What follows belongs to an exercise in optimizing a design on an open flow for small area, a short achievable clock period and few clock cycles; a production flow would make more cautious choices.
The RTL was checked by simulation tests, not by an equivalence proof against the original design.

<file path="flow/run.sh">
#!/bin/bash
# synth_recipe.tcl (not shown) runs the flow's synth.tcl, then flattens the netlist and writes it again
# the make line also repeats each setting of config.mk as NAME=value (left out here)
make -C /OpenROAD-flow-scripts/flow DESIGN_CONFIG=/design/flow/config.mk WORK_HOME=/design/flow/orfs CLKGATE_MAP_FILE= SYNTH_SCRIPT=/design/flow/synth_recipe.tcl finish
</file>
<file path="flow/config.mk">
export PLATFORM = sky130hd
export DESIGN_NAME = cvu_crc_engine
export DESIGN_NICKNAME = cvu_crc_engine
export VERILOG_FILES = /design/flow/design.v
export SDC_FILE = /design/flow/constraint.sdc
export NUM_CORES = 4
export LEC_CHECK = 0
export CAP_MARGIN = 20
export CORE_MARGIN = 2
export CORE_UTILIZATION = 30
export SETUP_SLACK_MARGIN = 0.5
export SLEW_MARGIN = 20
</file>
<file path="flow/constraint.sdc">
create_clock -name core_clock -period 22.0 [get_ports {clk}]
set_input_delay 4.4000 -clock core_clock [delete_from_list [all_inputs] [get_ports {clk}]]
set_output_delay 4.4000 -clock core_clock [all_outputs]
set_load 0.01 [all_outputs]
</file>
<file path="flow/design.v">
module cvu_crc_engine (
    input  wire        clk,
    input  wire        rst,
    output wire        ready,
    input  wire        start,
    input  wire [3:0]  preset,
    input  wire [6:0]  width,
    input  wire [63:0] poly,
    input  wire [63:0] init,
    input  wire [63:0] xorout,
    input  wire        refin,
    input  wire        refout,
    input  wire [24:0] length,
    input  wire [7:0]  control,
    input  wire [7:0]  checker_sel,
    input  wire [31:0] alive_ofs,
    input  wire [63:0] seed,
    input  wire [63:0] expect_val,
    output wire        in_ready,
    input  wire        in_valid,
    input  wire [31:0] in_data,
    input  wire        in_err,
    input  wire        alive_clr,
    input  wire [5:0]  alive_clr_id,
    output wire        done,
    output wire [63:0] result,
    output wire [7:0]  status,
    output wire [7:0]  alive
);
    localparam ST_IDLE  = 2'd0;
    localparam ST_CHECK = 2'd1;
    localparam ST_DATA  = 2'd2;
    localparam ST_FINAL = 2'd3;
    localparam S_OK       = 8'h00;
    localparam S_MISMATCH = 8'h01;
    localparam S_REPEAT   = 8'h02;
    localparam S_STALE    = 8'h03;
    localparam S_FIELD    = 8'h04;
    localparam S_MEMORY   = 8'h06;
    reg [1:0]  state;
    reg [6:0]  d_w;
    reg [63:0] d_poly;
    reg [63:0] d_init;
    reg [63:0] d_xorout;
    reg        d_refin;
    reg        d_refout;
    reg [24:0] d_len;
    reg [7:0]  d_ctrl;
    reg [7:0]  d_chk;
    reg [31:0] d_ofs;
    reg [63:0] d_seed;
    reg [63:0] d_expect;
    reg [63:0] crc;         
    reg [63:0] poly_al;     
    reg [24:0] count;       
    reg [3:0]  ctr;         
    reg        mem_err;
    reg [63:0] chk_valid;
    reg [3:0]  chk_last [0:63];
    reg        done_r;
    reg [63:0] result_r;
    reg [7:0]  status_r;
    reg [7:0]  alive_r;
    assign ready    = (state == ST_IDLE);
    assign in_ready = (state == ST_DATA);
    assign done     = done_r;
    assign result   = result_r;
    assign status   = status_r;
    assign alive    = alive_r;
    wire c_partial   = d_ctrl[2];
    wire c_seed_en   = d_ctrl[1];
    wire c_check     = d_ctrl[0];
    wire c_alive_en  = d_ctrl[4];
    wire c_alive_low = d_ctrl[3];
    reg [6:0]  p_w;
    reg [63:0] p_poly, p_init, p_xorout;
    reg        p_refin, p_refout;
    always @(*) begin
        p_w = width; p_poly = poly; p_init = init; p_xorout = xorout;
        p_refin = refin; p_refout = refout;
        case (preset)
            4'd1: begin p_w = 7'd32; p_poly = 64'h1EDC6F41; p_init = 64'hFFFFFFFF;
                        p_xorout = 64'hFFFFFFFF; p_refin = 1'b1; p_refout = 1'b1; end
            4'd2: begin p_w = 7'd16; p_poly = 64'h1021; p_init = 64'hFFFF;
                        p_xorout = 64'h0; p_refin = 1'b0; p_refout = 1'b0; end
            4'd3: begin p_w = 7'd32; p_poly = 64'h04C11DB7; p_init = 64'hFFFFFFFF;
                        p_xorout = 64'hFFFFFFFF; p_refin = 1'b1; p_refout = 1'b1; end
            4'd4: begin p_w = 7'd64; p_poly = 64'h42F0E1EBA9EA3693; p_init = 64'hFFFFFFFFFFFFFFFF;
                        p_xorout = 64'hFFFFFFFFFFFFFFFF; p_refin = 1'b1; p_refout = 1'b1; end
            4'd5: begin p_w = 7'd8; p_poly = 64'h2F; p_init = 64'hFF;
                        p_xorout = 64'hFF; p_refin = 1'b0; p_refout = 1'b0; end
            4'd6: begin p_w = 7'd15; p_poly = 64'h4599; p_init = 64'h0;
                        p_xorout = 64'h0; p_refin = 1'b0; p_refout = 1'b0; end
            4'd7: begin p_w = 7'd3; p_poly = 64'h3; p_init = 64'h0;
                        p_xorout = 64'h7; p_refin = 1'b0; p_refout = 1'b0; end
            4'd8: begin p_w = 7'd24; p_poly = 64'h864CFB; p_init = 64'hB704CE;
                        p_xorout = 64'h0; p_refin = 1'b0; p_refout = 1'b0; end
            default: ;
        endcase
    end
    wire [6:0]  shift_al = 7'd64 - d_w;
    wire [63:0] w_mask   = (d_w == 7'd64) ? {64{1'b1}} : ((64'd1 << d_w) - 64'd1);
    wire field_err = (d_ctrl[7:6] != 2'b00) ||
                     (d_chk[7:6] != 2'b00) ||
                     ((d_seed & ~w_mask) != 64'd0) ||
                     ((d_expect & ~w_mask) != 64'd0) ||
                     (c_alive_en && (d_ofs >= {7'd0, d_len}));
    wire [63:0] start_val = c_seed_en ? d_seed : d_init;
    wire [24:0] remaining = d_len - count;
    wire [2:0]  nbytes    = (remaining >= 25'd4) ? 3'd4 : remaining[2:0];
    reg [63:0] crc_next;
    reg [7:0]  b;
    reg        top;
    integer    j, i, k;
    always @(*) begin
        crc_next = crc;
        b        = 8'd0;
        top      = 1'b0;
        for (j = 0; j < 4; j = j + 1) begin
            if (j < nbytes) begin
                b = in_data[8*j +: 8];
                if (d_refin)
                    b = {b[0], b[1], b[2], b[3], b[4], b[5], b[6], b[7]};
                for (i = 7; i >= 0; i = i - 1) begin
                    top      = crc_next[63] ^ b[i];
                    crc_next = {crc_next[62:0], 1'b0};
                    if (top)
                        crc_next = crc_next ^ poly_al;
                end
            end
        end
    end
    wire        ofs_here = (d_ofs[31:2] == {7'd0, count[24:2]});
    wire [7:0]  ofs_byte = in_data[8*d_ofs[1:0] +: 8];
    wire [3:0]  ofs_ctr  = c_alive_low ? ofs_byte[3:0] : ofs_byte[7:4];
    wire [63:0] raw = crc >> shift_al;
    reg  [63:0] raw_rev;
    always @(*) begin
        for (k = 0; k < 64; k = k + 1)
            raw_rev[k] = raw[63 - k];
    end
    wire [63:0] final_val = c_partial ? raw
                          : ((d_refout ? (raw_rev >> shift_al) : raw) ^ d_xorout);
    wire [5:0]  chk_id    = d_chk[5:0];
    wire [3:0]  delta     = ctr - chk_last[chk_id];
    wire        mismatch  = c_check && (final_val != d_expect);
    always @(posedge clk) begin
        if (rst) begin
            state     <= ST_IDLE;
            done_r    <= 1'b0;
            chk_valid <= 64'd0;
        end else begin
            done_r <= 1'b0;
            case (state)
                ST_IDLE: begin
                    if (start) begin
                        d_w      <= p_w;
                        d_poly   <= p_poly;
                        d_init   <= p_init;
                        d_xorout <= p_xorout;
                        d_refin  <= p_refin;
                        d_refout <= p_refout;
                        d_len    <= length;
                        d_ctrl   <= control;
                        d_chk    <= checker_sel;
                        d_ofs    <= alive_ofs;
                        d_seed   <= seed;
                        d_expect <= expect_val;
                        state    <= ST_CHECK;
                    end
                end
                ST_CHECK: begin
                    crc     <= start_val << shift_al;
                    poly_al <= d_poly << shift_al;
                    count   <= 25'd0;
                    ctr     <= 4'd0;
                    mem_err <= 1'b0;
                    if (field_err) begin
                        result_r <= 64'd0;
                        status_r <= S_FIELD;
                        alive_r  <= 8'd0;
                        done_r   <= 1'b1;
                        state    <= ST_IDLE;
                    end else if (d_len == 25'd0) begin
                        state <= ST_FINAL;
                    end else begin
                        state <= ST_DATA;
                    end
                end
                ST_DATA: begin
                    if (in_valid) begin
                        if (in_err) begin
                            mem_err <= 1'b1;
                            state   <= ST_FINAL;
                        end else begin
                            crc   <= crc_next;
                            count <= count + {22'd0, nbytes};
                            if (ofs_here)
                                ctr <= ofs_ctr;
                            if (remaining <= 25'd4)
                                state <= ST_FINAL;
                        end
                    end
                end
                ST_FINAL: begin
                    done_r <= 1'b1;
                    state  <= ST_IDLE;
                    if (mem_err) begin
                        result_r <= 64'd0;
                        status_r <= S_MEMORY;
                        alive_r  <= 8'd0;
                    end else begin
                        result_r <= final_val;
                        if (mismatch) begin
                            status_r <= S_MISMATCH;
                            alive_r  <= c_alive_en ? {ctr, 4'd0} : 8'd0;
                        end else if (!c_alive_en) begin
                            status_r <= S_OK;
                            alive_r  <= 8'd0;
                        end else if (!chk_valid[chk_id]) begin
                            status_r          <= S_OK;
                            alive_r           <= {ctr, 4'd1};
                            chk_valid[chk_id] <= 1'b1;
                            chk_last[chk_id]  <= ctr;
                        end else if (delta == 4'd0) begin
                            status_r <= S_REPEAT;
                            alive_r  <= {ctr, 4'd3};
                        end else if (delta == 4'd1) begin
                            status_r         <= S_OK;
                            alive_r          <= {ctr, 4'd1};
                            chk_last[chk_id] <= ctr;
                        end else if (delta[3] == 1'b0) begin
                            status_r         <= S_OK;
                            alive_r          <= {ctr, 4'd2};
                            chk_last[chk_id] <= ctr;
                        end else begin
                            status_r <= S_STALE;
                            alive_r  <= {ctr, 4'd3};
                        end
                    end
                end
            endcase
            if (alive_clr)
                chk_valid[alive_clr_id] <= 1'b0;
        end
    end
endmodule
</file>
==> results.ini <==
[run_status]
status=finished clean

[sta]
finalSetupViolations=0
whs_ps=504
finClkSkew_ps=73.1
hold_violations=0
rsz0062_at_grt=no
finalSetupTns_ps=0
finalWorstSetupSlack_ps=1270
maxSlewViolCount=0
worst_pin_slew_ps=1350
slew_headroom_pct=9.74
fmax_ghz=0.0482
fin_crit_sh_pct=94.2
period_needed_ps=20730

[global_route]
grt_first_pass_wirelength_um=587000
grt-ovfl-total=0
grt_max_degree=151
grt_usage_pct=24.4
antenna_found_initial=17
grt_pass1_vias=80400

[clocking]
cts_hold_buf=0
cts_buffers=102
cts_root_buffer=clkbuf_16
path_clk_slew_ps=60
insertion_delay_ps=790
cts_tree=built
clockBufferDepth=3
cts_sinks=961
htree_levels=3

[logic_synthesis]
yosysWarningCount=1
synth_area_per_cell_um2=8.20
synth_area_leaders=edfxtp_1 28%, xnor2_1 16%, nand2_1 10%, mux4_2 5.8%, nor2_1 3.9%
async_flop_share_pct=0
syn-instance-count=11600
synth_area_leader_cell=edfxtp_1
synth_seq_cells=961
synth_common_cells=2600 x nand2_1, 1755 x xnor2_1, 991 x nor2_1
synth_top_cell_area_share_pct=27.9
yosysUniqueCellTypes=129
synth_ff_type=edfxtp_1
synth.most_common_cell=nand2_1
seq_area_frac_synth_pct=29.5
synth_area_um2=95500
synth_edf_count=888

[placed_design]
io_buffer_count=524
dp_hpwl_um=301000
gp_congestion=1.00
placedCellCount=15600
dp_slack_ps=164

[setup_path]
worst_ep_required_time_ps=22430
cp-start-kind=input pin
slowest_stage=clkdlybuf4s50_1
crit_arrival_ps=21150
reg2reg_from=d_refin$_DFFE_PP_
crit_top_cell=or3_1
endpoint=crc[12]$_DFFE_PP_
r2r-end=crc[12]$_DFFE_PP_
cp-end-kind=register
worst_path_largest_cell_delay_ps=620
reg2reg_depth=49
worst-path-max-fanout=18
r2r_slack_ps=4410
path_class=in2reg
cp-startpoint=in_data[0]

[detailed_routing]
drt_iter0_drc=12700
wl_um=411000
final_antenna_net_count=0
drc=0
via_count=88600
wl_per_cell_um=26.0
firstDrtPassIters=6
via_per_inst=5.60

[floorplanning]
coreArea_um2=317000
die_w_um=568
num_rows=207
pin_count=533
start_util_pct=30.1
dieHeight_um=568
die-area_um2=323000

[final_layout]
finalNonFillerCells=15800
nets=12100
area_growth_pct=13.5
fill_cells=32600
layout-drive-gt1-share_pct=7.76

[min_path]
hold_class=reg2reg

[job]
drv_cap=0

==> worst max-delay path, delay by kind of cell <==
kind	cells	cell delay [ps]
mux	4	1370
xor+xnor	9	2910
buf+inv	3	1100
simple gates	18	5690
compound gates	15	5630
==> what timing repair did <==
action / 4_1_cts / 5_1_grt
setup buffers: 0 / 2
resized for setup: 0 / 16
endpoints found under the hold margin: 0 / 0
setup endpoints to repair: 0 / 64
==> logic make-up after synthesis <==
kind of cell | synth area share (%)
AO/OA/AOI/OAI | 15.9
XOR/XNOR | 20.2
adder cells (fa/ha/maj) | 1.02
buffers and inverters | 4.54
flip-flops | 29.5
multiplexers | 9.43
other | 0.00393
AND/OR/NAND/NOR | 19.4
==> metal layers <==
layer	routed length [um]	vias to the layer above	GRT usage [%]
met3	39400	887	4.52
li1	-	40200	-
met1	169000	42500	32.9
met5	122	-	0
met4	26600	18	13.4
met2	175000	5004	36.7
==> area by class of cell <==
class | instances | area [um2] | share of cell area, %
Inverter | 119 | 467 | 0.431
Multi-Input combinational cell | 9562 | 63600 | 58.7
Timing Repair Buffer | 802 | 7390 | 6.82
Clock inverter | 68 | 831 | 0.767
Antenna cell | 8 | 20.0 | 0.0185
Clock buffer | 120 | 2630 | 2.43
Sequential cell | 961 | 28100 | 26.0
Tap cell | 4180 | 5230 | 4.83
==> how the worst min path moves through the flow <==
stage	start	end	slack, ps	cells past startpoint
final	chk_valid[0]$_SDFF_PP0_	chk_valid[0]$_SDFF_PP0_	500	2
after detailed placement	chk_valid[0]$_SDFF_PP0_	chk_valid[0]$_SDFF_PP0_	500	2
after floorplan	chk_valid[0]$_SDFF_PP0_	chk_valid[0]$_SDFF_PP0_	470	2
after global placement	chk_valid[48]$_SDFF_PP0_	chk_valid[48]$_SDFF_PP0_	510	2
after global routing	chk_valid[0]$_SDFF_PP0_	chk_valid[0]$_SDFF_PP0_	550	2
after CTS	chk_valid[0]$_SDFF_PP0_	chk_valid[0]$_SDFF_PP0_	510	2
==> placed cells by master (no fill, tap or decap), types with 40 or more instances in the layout <==
cell | Yosys | routed
nor4_1 | 52 | 49
a211oi_1 | 146 | 145
nand4_1 | 53 | 53
nor2_1 | 991 | 979
nand2_1 | 2600 | 2589
a21oi_1 | 627 | 625
inv_1 | 112 | 107
mux2i_1 | 293 | 293
clkdlybuf4s50_1 | 0 | 523
o22ai_1 | 82 | 81
o211ai_1 | 92 | 92
mux4_2 | 244 | 244
nor2b_1 | 50 | 48
a311oi_1 | 44 | 44
buf_4 | 15 | 273
xnor3_1 | 40 | 40
o22a_1 | 40 | 40
o21ai_0 | 528 | 526
clkbuf_16 | 0 | 102
edfxtp_1 | 888 | 888
a21o_1 | 182 | 181
and3_1 | 62 | 62
dfxtp_1 | 73 | 71
xnor2_1 | 1755 | 1739
and2_1 | 119 | 115
a21boi_0 | 49 | 49
nor3_1 | 154 | 152
o21ai_1 | 49 | 49
a22oi_1 | 55 | 52
mux2_2 | 46 | 46
ha_1 | 73 | 71
a31oi_1 | 80 | 79
o21a_1 | 42 | 41
xor2_1 | 308 | 298
nand2b_1 | 42 | 42
o221ai_1 | 50 | 50
nand3_1 | 126 | 125
==> registers in the layout, summed over array words and instances, names as in the netlist, 6 cells and up, named ones only <==
register,flops
count,25
poly_al,64
d_w,7
d_ctrl,7
result_r,64
d_len,25
d_expect,64
d_chk,8
crc,64
d_seed,64
chk_valid,64
d_poly,64
alive_r,6
d_ofs,32
d_init,64
d_xorout,64
chk_last,256
==> stage by stage <==
step,cell area (um2),utilization [%]
finish,108000,34.1
global route,108000,34.1
CTS,108000,34.1
detailed placement,105000,33.0
global placement,105000,33.0
floorplan,95500,-
Testbench counts, summed over its fixed seeds: cycles 121,548.

re-timing with driven ports:
In the flow no input, the clock included, has a driving cell. The finished layout below was timed again as built, in two steps.
Step 1 assumes that a clkbuf_16 drives the clock port and a buf_2 every other input.
Step 2, shift: input delay + t, output delay - t, t = (earliest + latest rising clock arrival at the registers) / 2. This alone moves slack from input paths to output paths.
Slacks: no drivers / after step 1 / after step 2; pairs: no drivers / after step 1.
shift t [ns]: 0.861
setup slack, ns: 1.273 / 1.339 / 0.478
worst hold slack (ns): 0.504 / 0.504 / 0.504
latest minus earliest clock arrival (ns): 0.075 / 0.076
worst register clock-pin slew, ns: 0.07 / 0.07
After both steps this run still meets setup and hold. For this run, drivers alone change the setup slack by +0.066 ns; drivers and shift together by -0.795 ns.
